Context: an optimization exercise on an open-source flow, tuned for small area. The choices shown serve that exercise and are no tape-out recipe. Where RTL was checked, it was by simulation tests only, not by an equivalence proof against the original.

==> inputs of v3 <==
// vg63_loop_law
module vg63_loop_law (
    input  wire        clk,
    input  wire        rst,
    input  wire        cfg_we,
    input  wire [6:0]  cfg_addr,
    input  wire [31:0] cfg_wdata,
    input  wire        in_valid,
    output wire        in_ready,
    input  wire [31:0] in_e,
    input  wire [31:0] in_vn,
    input  wire [31:0] in_an,
    output reg         out_valid,
    output wire [31:0] out_y,
    output wire [31:0] out_ye,
    output reg         out_hi,
    output reg         out_lo,
    output reg         out_frozen
);
==> flow/config.mk <==
export PLATFORM = sky130hd
export DESIGN_NAME = vg63_loop_law
export DESIGN_NICKNAME = vg63_loop_law
export VERILOG_FILES = /design/flow/design.v
export SDC_FILE = /design/flow/constraint.sdc
export NUM_CORES = 8
export LEC_CHECK = 0
export CAP_MARGIN = 20
export CORE_MARGIN = 2
export CORE_UTILIZATION = 65
export CTS_BUF_LIST = sky130_fd_sc_hd__clkbuf_8
export CTS_CLUSTER_DIAMETER = 50
export CTS_CLUSTER_SIZE = 16
export PLACE_DENSITY = 0.72
export SLEW_MARGIN = 20
==> flow/constraint.sdc <==
create_clock -name core_clock -period 18.0 [get_ports {clk}]
set_input_delay 3.6000 -clock core_clock [delete_from_list [all_inputs] [get_ports {clk}]]
set_output_delay 3.6000 -clock core_clock [all_outputs]
set_load 0.01 [all_outputs]
standard.sh (not shown) runs the stock make flow with config.mk's settings and CLKGATE_MAP_FILE= SYNTH_SCRIPT=/design/flow/synth_recipe.tcl, a recipe that flattens the netlist after the stock synthesis.
==> flow/flow/run.sh <==
#!/bin/bash
# The standard layout (standard.sh), with two of its settings changed:
# ports buffered with buf_1, and a clock tree without dummy loads.
set -euo pipefail
export BUFFER_PORTS_ARGS="-buffer_cell sky130_fd_sc_hd__buf_1"
export CTS_ARGS="-sink_clustering_enable -repair_clock_nets -sink_clustering_size 16 -sink_clustering_max_diameter 50 -buf_list sky130_fd_sc_hd__clkbuf_8 -dont_use_dummy_load"
bash standard.sh finish > standard_flow.log 2>&1
==> inputs of v27, as changes to v3 <==
Settings changed: CORE_UTILIZATION 65 to 75, PLACE_DENSITY 0.72 to 0.82.
==> inputs of v19, as changes to v3 <==
--- a/flow/design.v
+++ b/flow/design.v
@@ -22,27 +22,27 @@
                      ST_L1   = 4'd3,
                      ST_L2   = 4'd4,
                      ST_OW   = 4'd5,
                      ST_OP   = 4'd6,
                      ST_UW   = 4'd7,
                      ST_UPD  = 4'd8;
-    reg  [4:0] ph;
+    reg  [3:0] ph;
     wire [2:0] p8 = ph[2:0];
     reg  [3:0] st;
     reg  [2:0] k;           
-    reg  [6:0] c;           
+    reg  [5:0] c;           
     reg  [1:0] pass;        
     reg        pend;        
     reg  [6:0] adr;         
     reg  [2:0] nm1;         
     reg  [7:0] imask;
-    assign in_ready = (st == ST_IDLE) && (ph == 5'd15);
+    assign in_ready = (st == ST_IDLE) && (ph == 4'd15);
     wire acc_cfg = in_ready && cfg_we;
     wire acc_smp = in_ready && in_valid;
     reg signed [30:0] E, W;
-    reg signed [34:0] V;
+    reg signed [35:0] V;
     reg signed [35:0] A;
     reg  [1:0] psel,   n_psel;      
     reg  [3:0] dd,     n_dd;        
     reg        dfirst, n_dfirst;    
     reg        dstrm,  n_dstrm;     
     reg        dneg,   n_dneg;      
@@ -383,35 +383,40 @@
             else
                 sat31 = v[30:0];
         end
     endfunction
     wire [30:0] Ssat = sat31(S);
     always @(posedge clk)
-        A <= shift ? {{2{S[37]}}, S[37:4]} : ldV ? {V[34], V} : S[35:0];
+        A <= shift ? {{2{S[37]}}, S[37:4]} : ldV ? V : S[35:0];
     wire [30:0] qb0, qb12, qa12;
     wire [62:0] qs1;
     wire [61:0] qs2;
-    reg  [1:0] wcf;         
+    reg  [2:0] wcf;         
     wire       clr = pend && (adr == 7'h45);
     reg  [7:0] w1lo, w2lo;  
     reg        w1hi, w2hi;
     reg        frz;         
     genvar g;
     generate
         for (g = 0; g < 31; g = g + 1) begin : RB0
             localparam integer TR = g / 4;
             reg [7:0] r;
             always @(posedge clk) r <= {r[6:0], wcf[0] ? W[g] : r[7]};
             assign qb0[g] = r[(6 + TR) % 8];
         end
-        for (g = 0; g < 31; g = g + 1) begin : RC
+        for (g = 0; g < 31; g = g + 1) begin : RB12
             localparam integer I = g / 4;
-            reg [31:0] r;
-            always @(posedge clk) r <= {r[30:0], wcf[1] ? W[g] : r[31]};
-            assign qb12[g] = r[(7 + 2 * I) % 32];
-            assign qa12[g] = r[(24 + 2 * I) % 32];
+            reg [15:0] r;
+            always @(posedge clk) r <= {r[14:0], wcf[1] ? W[g] : r[15]};
+            assign qb12[g] = r[(7 + 2 * I) % 16];
+        end
+        for (g = 0; g < 31; g = g + 1) begin : RA12
+            localparam integer I = g / 4;
+            reg [15:0] r;
+            always @(posedge clk) r <= {r[14:0], wcf[2] ? W[g] : r[15]};
+            assign qa12[g] = r[(8 + 2 * I) % 16];
         end
         for (g = 0; g < 32; g = g + 1) begin : RS12L
             localparam integer I = g / 4;
             reg [15:0] r;
             wire we = clr || w1lo[I] || w2lo[I];
             always @(posedge clk) r <= {r[14:0], we ? dout[g % 4] : r[15]};
@@ -488,32 +493,32 @@
         rmin <= {rmin[27:0], (pend && adr == 7'h42) ? edig : omn};
         rmax <= {rmax[27:0], (pend && adr == 7'h43) ? edig : omx};
         rslw <= {rslw[27:0], (pend && adr == 7'h44) ? edig : slw};
         rye  <= {rye[27:0],  clr ? 4'd0 : wye ? yen : yep};
     end
     wire       in_step = (st == ST_FWD) || (st == ST_UPD);
-    wire       dig_c   = in_step && (c[6:3] == 4'd0);         
-    wire       rnd_c   = in_step && (c == 7'd8);
-    wire       s1ph    = (c <= 7'd24);
-    wire [6:0] cq      = s1ph ? c - 7'd9 : c - 7'd33;
+    wire       dig_c   = in_step && (c[5:3] == 3'd0);         
+    wire       rnd_c   = in_step && (c == 6'd8);
+    wire       s1ph    = (c <= 6'd24);
+    wire [5:0] cq      = s1ph ? c - 6'd9 : c - 6'd33;
     wire [2:0] pi      = cq[3:1];                               
     wire       pfirst  = !cq[0];
     wire       in_pair = (st == ST_UPD) &&
-                         (((c >= 7'd9) && (c <= 7'd24)) || ((c >= 7'd33) && (c <= 7'd48)));
+                         (((c >= 6'd9) && (c <= 6'd24)) || ((c >= 6'd33) && (c <= 6'd48)));
     wire       kodd    = k[0];
     wire [1:0] rx = (st == ST_FWD) ? ((k == 3'd0) ? 2'd0 : 2'd2) : (kodd ? 2'd2 : 2'd0);
     wire [1:0] ry = kodd ? 2'd0 : 2'd2;
-    wire [3:0] ph_n     = ph[3:0] + 4'd1;
+    wire [3:0] ph_n     = ph + 4'd1;
     wire       n_step   = (st_n == ST_FWD) || (st_n == ST_UPD);
-    wire       n_dig    = n_step && (c_n[6:3] == 4'd0);            
-    wire       n_s1ph   = (c_n <= 7'd24);
-    wire [6:0] n_cq     = n_s1ph ? c_n - 7'd9 : c_n - 7'd33;
+    wire       n_dig    = n_step && (c_n[5:3] == 3'd0);            
+    wire       n_s1ph   = (c_n <= 6'd24);
+    wire [5:0] n_cq     = n_s1ph ? c_n - 6'd9 : c_n - 6'd33;
     wire [2:0] n_pi     = n_cq[3:1];
     wire       n_pfirst = !n_cq[0];
     wire       n_pair   = (st_n == ST_UPD) &&
-                          (((c_n >= 7'd9) && (c_n <= 7'd24)) || ((c_n >= 7'd33) && (c_n <= 7'd48)));
+                          (((c_n >= 6'd9) && (c_n <= 6'd24)) || ((c_n >= 6'd33) && (c_n <= 6'd48)));
     wire [1:0] n_rx     = (st_n == ST_FWD) ? ((k_n == 3'd0) ? 2'd0 : 2'd2) :
                           (k_n[0] ? 2'd2 : 2'd0);
     wire [1:0] n_ry     = k_n[0] ? 2'd0 : 2'd2;
     always @* begin
         n_psel   = 2'd2;
         n_dd     = 4'd0;
@@ -535,14 +540,14 @@
             n_dstrm  = ph_n[0];
             n_clrA   = (ph_n == 4'd0);
             n_shift  = ph_n[0] && (ph_n != 4'd15);
         end else if (n_dig) begin
             n_psel   = n_rx;
             n_dd     = b0d[c_n[2:0]];
-            n_dfirst = (c_n == 7'd0);
-            n_clrA   = (c_n == 7'd0);
+            n_dfirst = (c_n == 6'd0);
+            n_clrA   = (c_n == 6'd0);
             n_shift  = (c_n[2:0] != 3'd7);
             n_elo    = s1ld[c_n[2:0]];
             n_ehi    = {(c_n[2:0] == 3'd7) ? {2{s1hd[c_n[2:0]][3]}} : 2'b00, s1hd[c_n[2:0]]};
         end else if (n_pair) begin
             n_psel   = n_pfirst ? n_rx : n_ry;
             n_dd     = n_pfirst ? b12d[n_pi] : a12d[n_pi];
@@ -558,15 +563,15 @@
         end else if (st_n == ST_L1) begin
             n_psel   = 2'd2;
             n_dd     = 4'd1;
         end else if (st_n == ST_L2) begin
             n_rndt   = 2'd2;
         end
-        if (n_step && c_n == 7'd8)
+        if (n_step && c_n == 6'd8)
             n_rndt = 2'd1;
-        if (st_n == ST_FWD && c_n == 7'd8 && k_n == nm1)
+        if (st_n == ST_FWD && c_n == 6'd8 && k_n == nm1)
             n_ldV = 1'b1;
     end
     reg  b27, stk, fb27, fstk;
     always @* begin
         if (rndt[1])
             rin = fb27 && (!A[35] || fstk);
@@ -574,29 +579,26 @@
             rin = b27 && (!A[35] || stk);
         else
             rin = 1'b0;
     end
     integer ii;
     always @* begin
-        wcf = 2'd0;
-        if (pend && !adr[6] && adr[5:3] == p8) begin
-            wcf[0] = (adr[2:0] == 3'd0);
-            case (adr[2:0])
-                3'd1: wcf[1] = (ph[4:3] == adr[4:3]);
-                3'd4: wcf[1] = (ph[4:3] == adr[4:3] + 2'd1);
-                3'd3: wcf[1] = (ph[4:3] == adr[4:3] + 2'd2);
-                3'd2: wcf[1] = (ph[4:3] == adr[4:3] + 2'd3);
-                default: ;
-            endcase
+        wcf = 3'd0;
+        if (pend && !adr[6]) begin
+            wcf[0] = (adr[2:0] == 3'd0) && (adr[5:3] == p8);
+            if (adr[5:3] == p8 && ph[3] == (adr[3] ^ (adr[2:0] == 3'd2 || adr[2:0] == 3'd4))) begin
+                wcf[1] = (adr[2:0] == 3'd1) || (adr[2:0] == 3'd2);
+                wcf[2] = (adr[2:0] == 3'd3) || (adr[2:0] == 3'd4);
+            end
         end
         for (ii = 0; ii < 8; ii = ii + 1) begin
             w1lo[ii] = in_pair && !pfirst && s1ph && (pi == ii) && !frz;
             w2lo[ii] = in_pair && !pfirst && !s1ph && (pi == ii) && !frz;
         end
-        w1hi = (st == ST_UPD) && (c == 7'd25) && !frz;
-        w2hi = (st == ST_UPD) && (c == 7'd49) && !frz;
+        w1hi = (st == ST_UPD) && (c == 6'd25) && !frz;
+        w2hi = (st == ST_UPD) && (c == 6'd49) && !frz;
     end
     reg bnz, bsg, pfx, T, lzv, q0, q1;
     reg [2:0] lz;
     wire [30:0] PX = (rx == 2'd0) ? E : W;
     wire xnz = |PX;
     wire xs  = PX[30];
@@ -628,62 +630,62 @@
     wire e_lt = t7[3];
     wire e_gt = !t7[3] && (zC || (t7[3:0] != 4'd0));
     wire hi_n = e_lt || gemax;
     wire lo_n = e_gt || lemin;
     reg [3:0] st_n;
     reg [2:0] k_n;
-    reg [6:0] c_n;
+    reg [5:0] c_n;
     always @* begin
         st_n = st;
         k_n  = k;
         c_n  = c;
         case (st)
             ST_IDLE: begin
                 if (acc_smp)
                     st_n = ST_FF;
             end
             ST_FF: begin
-                if (ph == 5'd31) begin
+                if (ph == 4'd15) begin
                     st_n = ST_FWD;
                     k_n  = 3'd0;
-                    c_n  = 7'd0;
+                    c_n  = 6'd0;
                 end
             end
             ST_FWD: begin
-                if (c == 7'd8) begin
-                    c_n = 7'd0;
+                if (c == 6'd8) begin
+                    c_n = 6'd0;
                     if (k == nm1)
                         st_n = ST_L1;
                     else
                         k_n = k + 3'd1;
                 end else
-                    c_n = c + 7'd1;
+                    c_n = c + 6'd1;
             end
             ST_L1: st_n = ST_L2;
             ST_L2: st_n = (p8 == 3'd2) ? ST_OP : ST_OW;
             ST_OW: if (p8 == 3'd2) st_n = ST_OP;
             ST_OP: begin
                 if (j7 && pass == 2'd2)
                     st_n = ST_UW;
             end
             ST_UW: begin
-                if (ph == 5'd31) begin
+                if (ph == 4'd15) begin
                     st_n = ST_UPD;
                     k_n  = 3'd0;
-                    c_n  = 7'd0;
+                    c_n  = 6'd0;
                 end
             end
             ST_UPD: begin
-                if (c == 7'd72) begin
-                    c_n = 7'd0;
+                if (c == 6'd56) begin
+                    c_n = 6'd0;
                     if (k == nm1)
                         st_n = ST_IDLE;
                     else
                         k_n = k + 3'd1;
                 end else
-                    c_n = c + 7'd1;
+                    c_n = c + 6'd1;
             end
             default: st_n = ST_IDLE;
         endcase
         if (rst)
             st_n = ST_IDLE;
     end
@@ -693,17 +695,17 @@
         c  <= c_n;
         if (rst) begin
             ph        <= 4'd0;
             pend      <= 1'b0;
             out_valid <= 1'b0;
         end else begin
-            ph        <= ph + 5'd1;
+            ph        <= ph + 4'd1;
             out_valid <= (st == ST_OP) && j7 && (pass == 2'd2);
             if (acc_cfg)
                 pend <= 1'b1;
-            else if (ph == 5'd15)
+            else if (ph == 4'd15)
                 pend <= 1'b0;
         end
     end
     always @(posedge clk) begin
         if (acc_cfg) begin
             adr <= cfg_addr;
@@ -716,15 +718,15 @@
     always @(posedge clk) begin
         if (acc_smp)
             E <= in_e[30:0];
         else if (st == ST_UPD && rnd_c && ry == 2'd0)
             E <= Ssat;
         if (acc_smp)
-            V <= {{4{in_vn[30]}}, in_vn[30:0]};
-        else if (st == ST_FF && ph[3:0] == 4'd15)
-            V <= S[34:0];
+            V <= {{5{in_vn[30]}}, in_vn[30:0]};
+        else if (st == ST_FF && ph == 4'd15)
+            V <= S[35:0];
         if (acc_cfg)
             W <= cfg_wdata[30:0];
         else if (acc_smp)
             W <= in_an[30:0];
         else if ((st == ST_FWD && rnd_c) || st == ST_L2 ||
                  (st == ST_UPD && rnd_c && ry == 2'd2))
==> flow/flow/run.sh (replaced) <==
#!/bin/bash
# The standard layout (standard.sh), with three of its settings changed:
# ports buffered with buf_1, clock tree without dummy loads, and power
# recovery (downsizing of cells that have slack) after global routing.
set -euo pipefail
export BUFFER_PORTS_ARGS="-buffer_cell sky130_fd_sc_hd__buf_1"
export CTS_ARGS="-sink_clustering_enable -repair_clock_nets -sink_clustering_size 16 -sink_clustering_max_diameter 50 -buf_list sky130_fd_sc_hd__clkbuf_8 -dont_use_dummy_load"
export RECOVER_POWER=100
bash standard.sh finish > standard_flow.log 2>&1
==> flow_summary.yaml <==
routing:
  met1_length_um: 67200
run:
  max_cap_viol_count: 16
run_status:
  so_faults: "max-capacitance violations, max-slew violations"
  status: "complete, but fails checks"
sta:
  period_share_pct: 89.8
  slew_viol_final: 558
  finalClockSkew_ns: 0.113
synthesis:
  synth_common_cells: "2516 x dfxtp_1, 217 x nand2_1, 192 x nor2_1, 186 x a21oi_1, 177 x mux2_2"
critical_path:
  rrSetupSlack_ns: 1.84
  crit_arrival_ns: 16.76
clock_tree:
  path_clk_slew_ns: 0.10
global_route:
  grt_max_degree: 98
layout:
  nets: 5485
the above is filed under v19

==> flow_summary.yaml <==
global_route:
  grt_max_degree: 69
clock_tree:
  path_clk_slew_ns: 0.09
  clock_sinks: 2661
run_status:
  status: "complete, no violations"
critical_path:
  rrSetupSlack_ns: 2.81
  crit_arrival_ns: 15.86
synthesis:
  synth_common_cells: "2518 x dfxtp_1, 265 x nand2_1, 213 x a21oi_1, 209 x nor2_1, 143 x edfxtp_1"
floorplan:
  dieHeight_um: 309
layout:
  nets: 5503
  multi_input_area_share_pct: 19.1
place:
  portBuffers: 203
sta:
  period_share_pct: 84.4
  finalClockSkew_ns: 0.118
  slew_viol_final: 0
the above is filed under v27

==> flow_summary.yaml <==
run_status:
  status: "complete, no violations"
run:
  max_cap_viol_count: 0
layout:
  nets: 5517
synthesis:
  synth_common_cells: "2518 x dfxtp_1, 265 x nand2_1, 213 x a21oi_1, 209 x nor2_1, 143 x edfxtp_1"
  yosys_warnings: 1
clock_tree:
  path_clk_slew_ns: 0.10
sta:
  finalClockSkew_ns: 0.127
  slew_viol_final: 0
critical_path:
  rrSetupSlack_ns: 2.46
global_route:
  grt_max_degree: 69
the above is filed under v3

Only the layout flow was run in v3 and v27; the RTL was not checked for function there.

static timing again, ports no longer ideal:
The results above use ideal ports. As a check the final layouts listed here were re-extracted and re-timed, cells and wires unchanged.
Step 1 sets driving cells, clkbuf_16 on the clock port and buf_2 on the other inputs (assumed; they add their load-dependent delay and slew).
Step 2, shift: input delay + t, output delay - t, t = (earliest + latest rising clock arrival at the registers) / 2. This alone moves slack from input paths to output paths.
Three values: ideal ports, drivers, drivers and shift; two values: the first two.
| run | shift t [ns] | setup WS [ns] | worst setup path at the end | worst register clock-pin slew, ns |
|---|---|---|---|---|
| v3 | 0.923 | 2.460 / 2.460 / 2.460 | register to register | 0.10 / 0.10 |
| v27 | 0.959 | 2.807 / 2.807 / 2.807 | register to register | 0.12 / 0.12 |
| v19 | 0.933 | 1.844 / 1.844 / 1.844 | register to register | 0.10 / 0.10 |
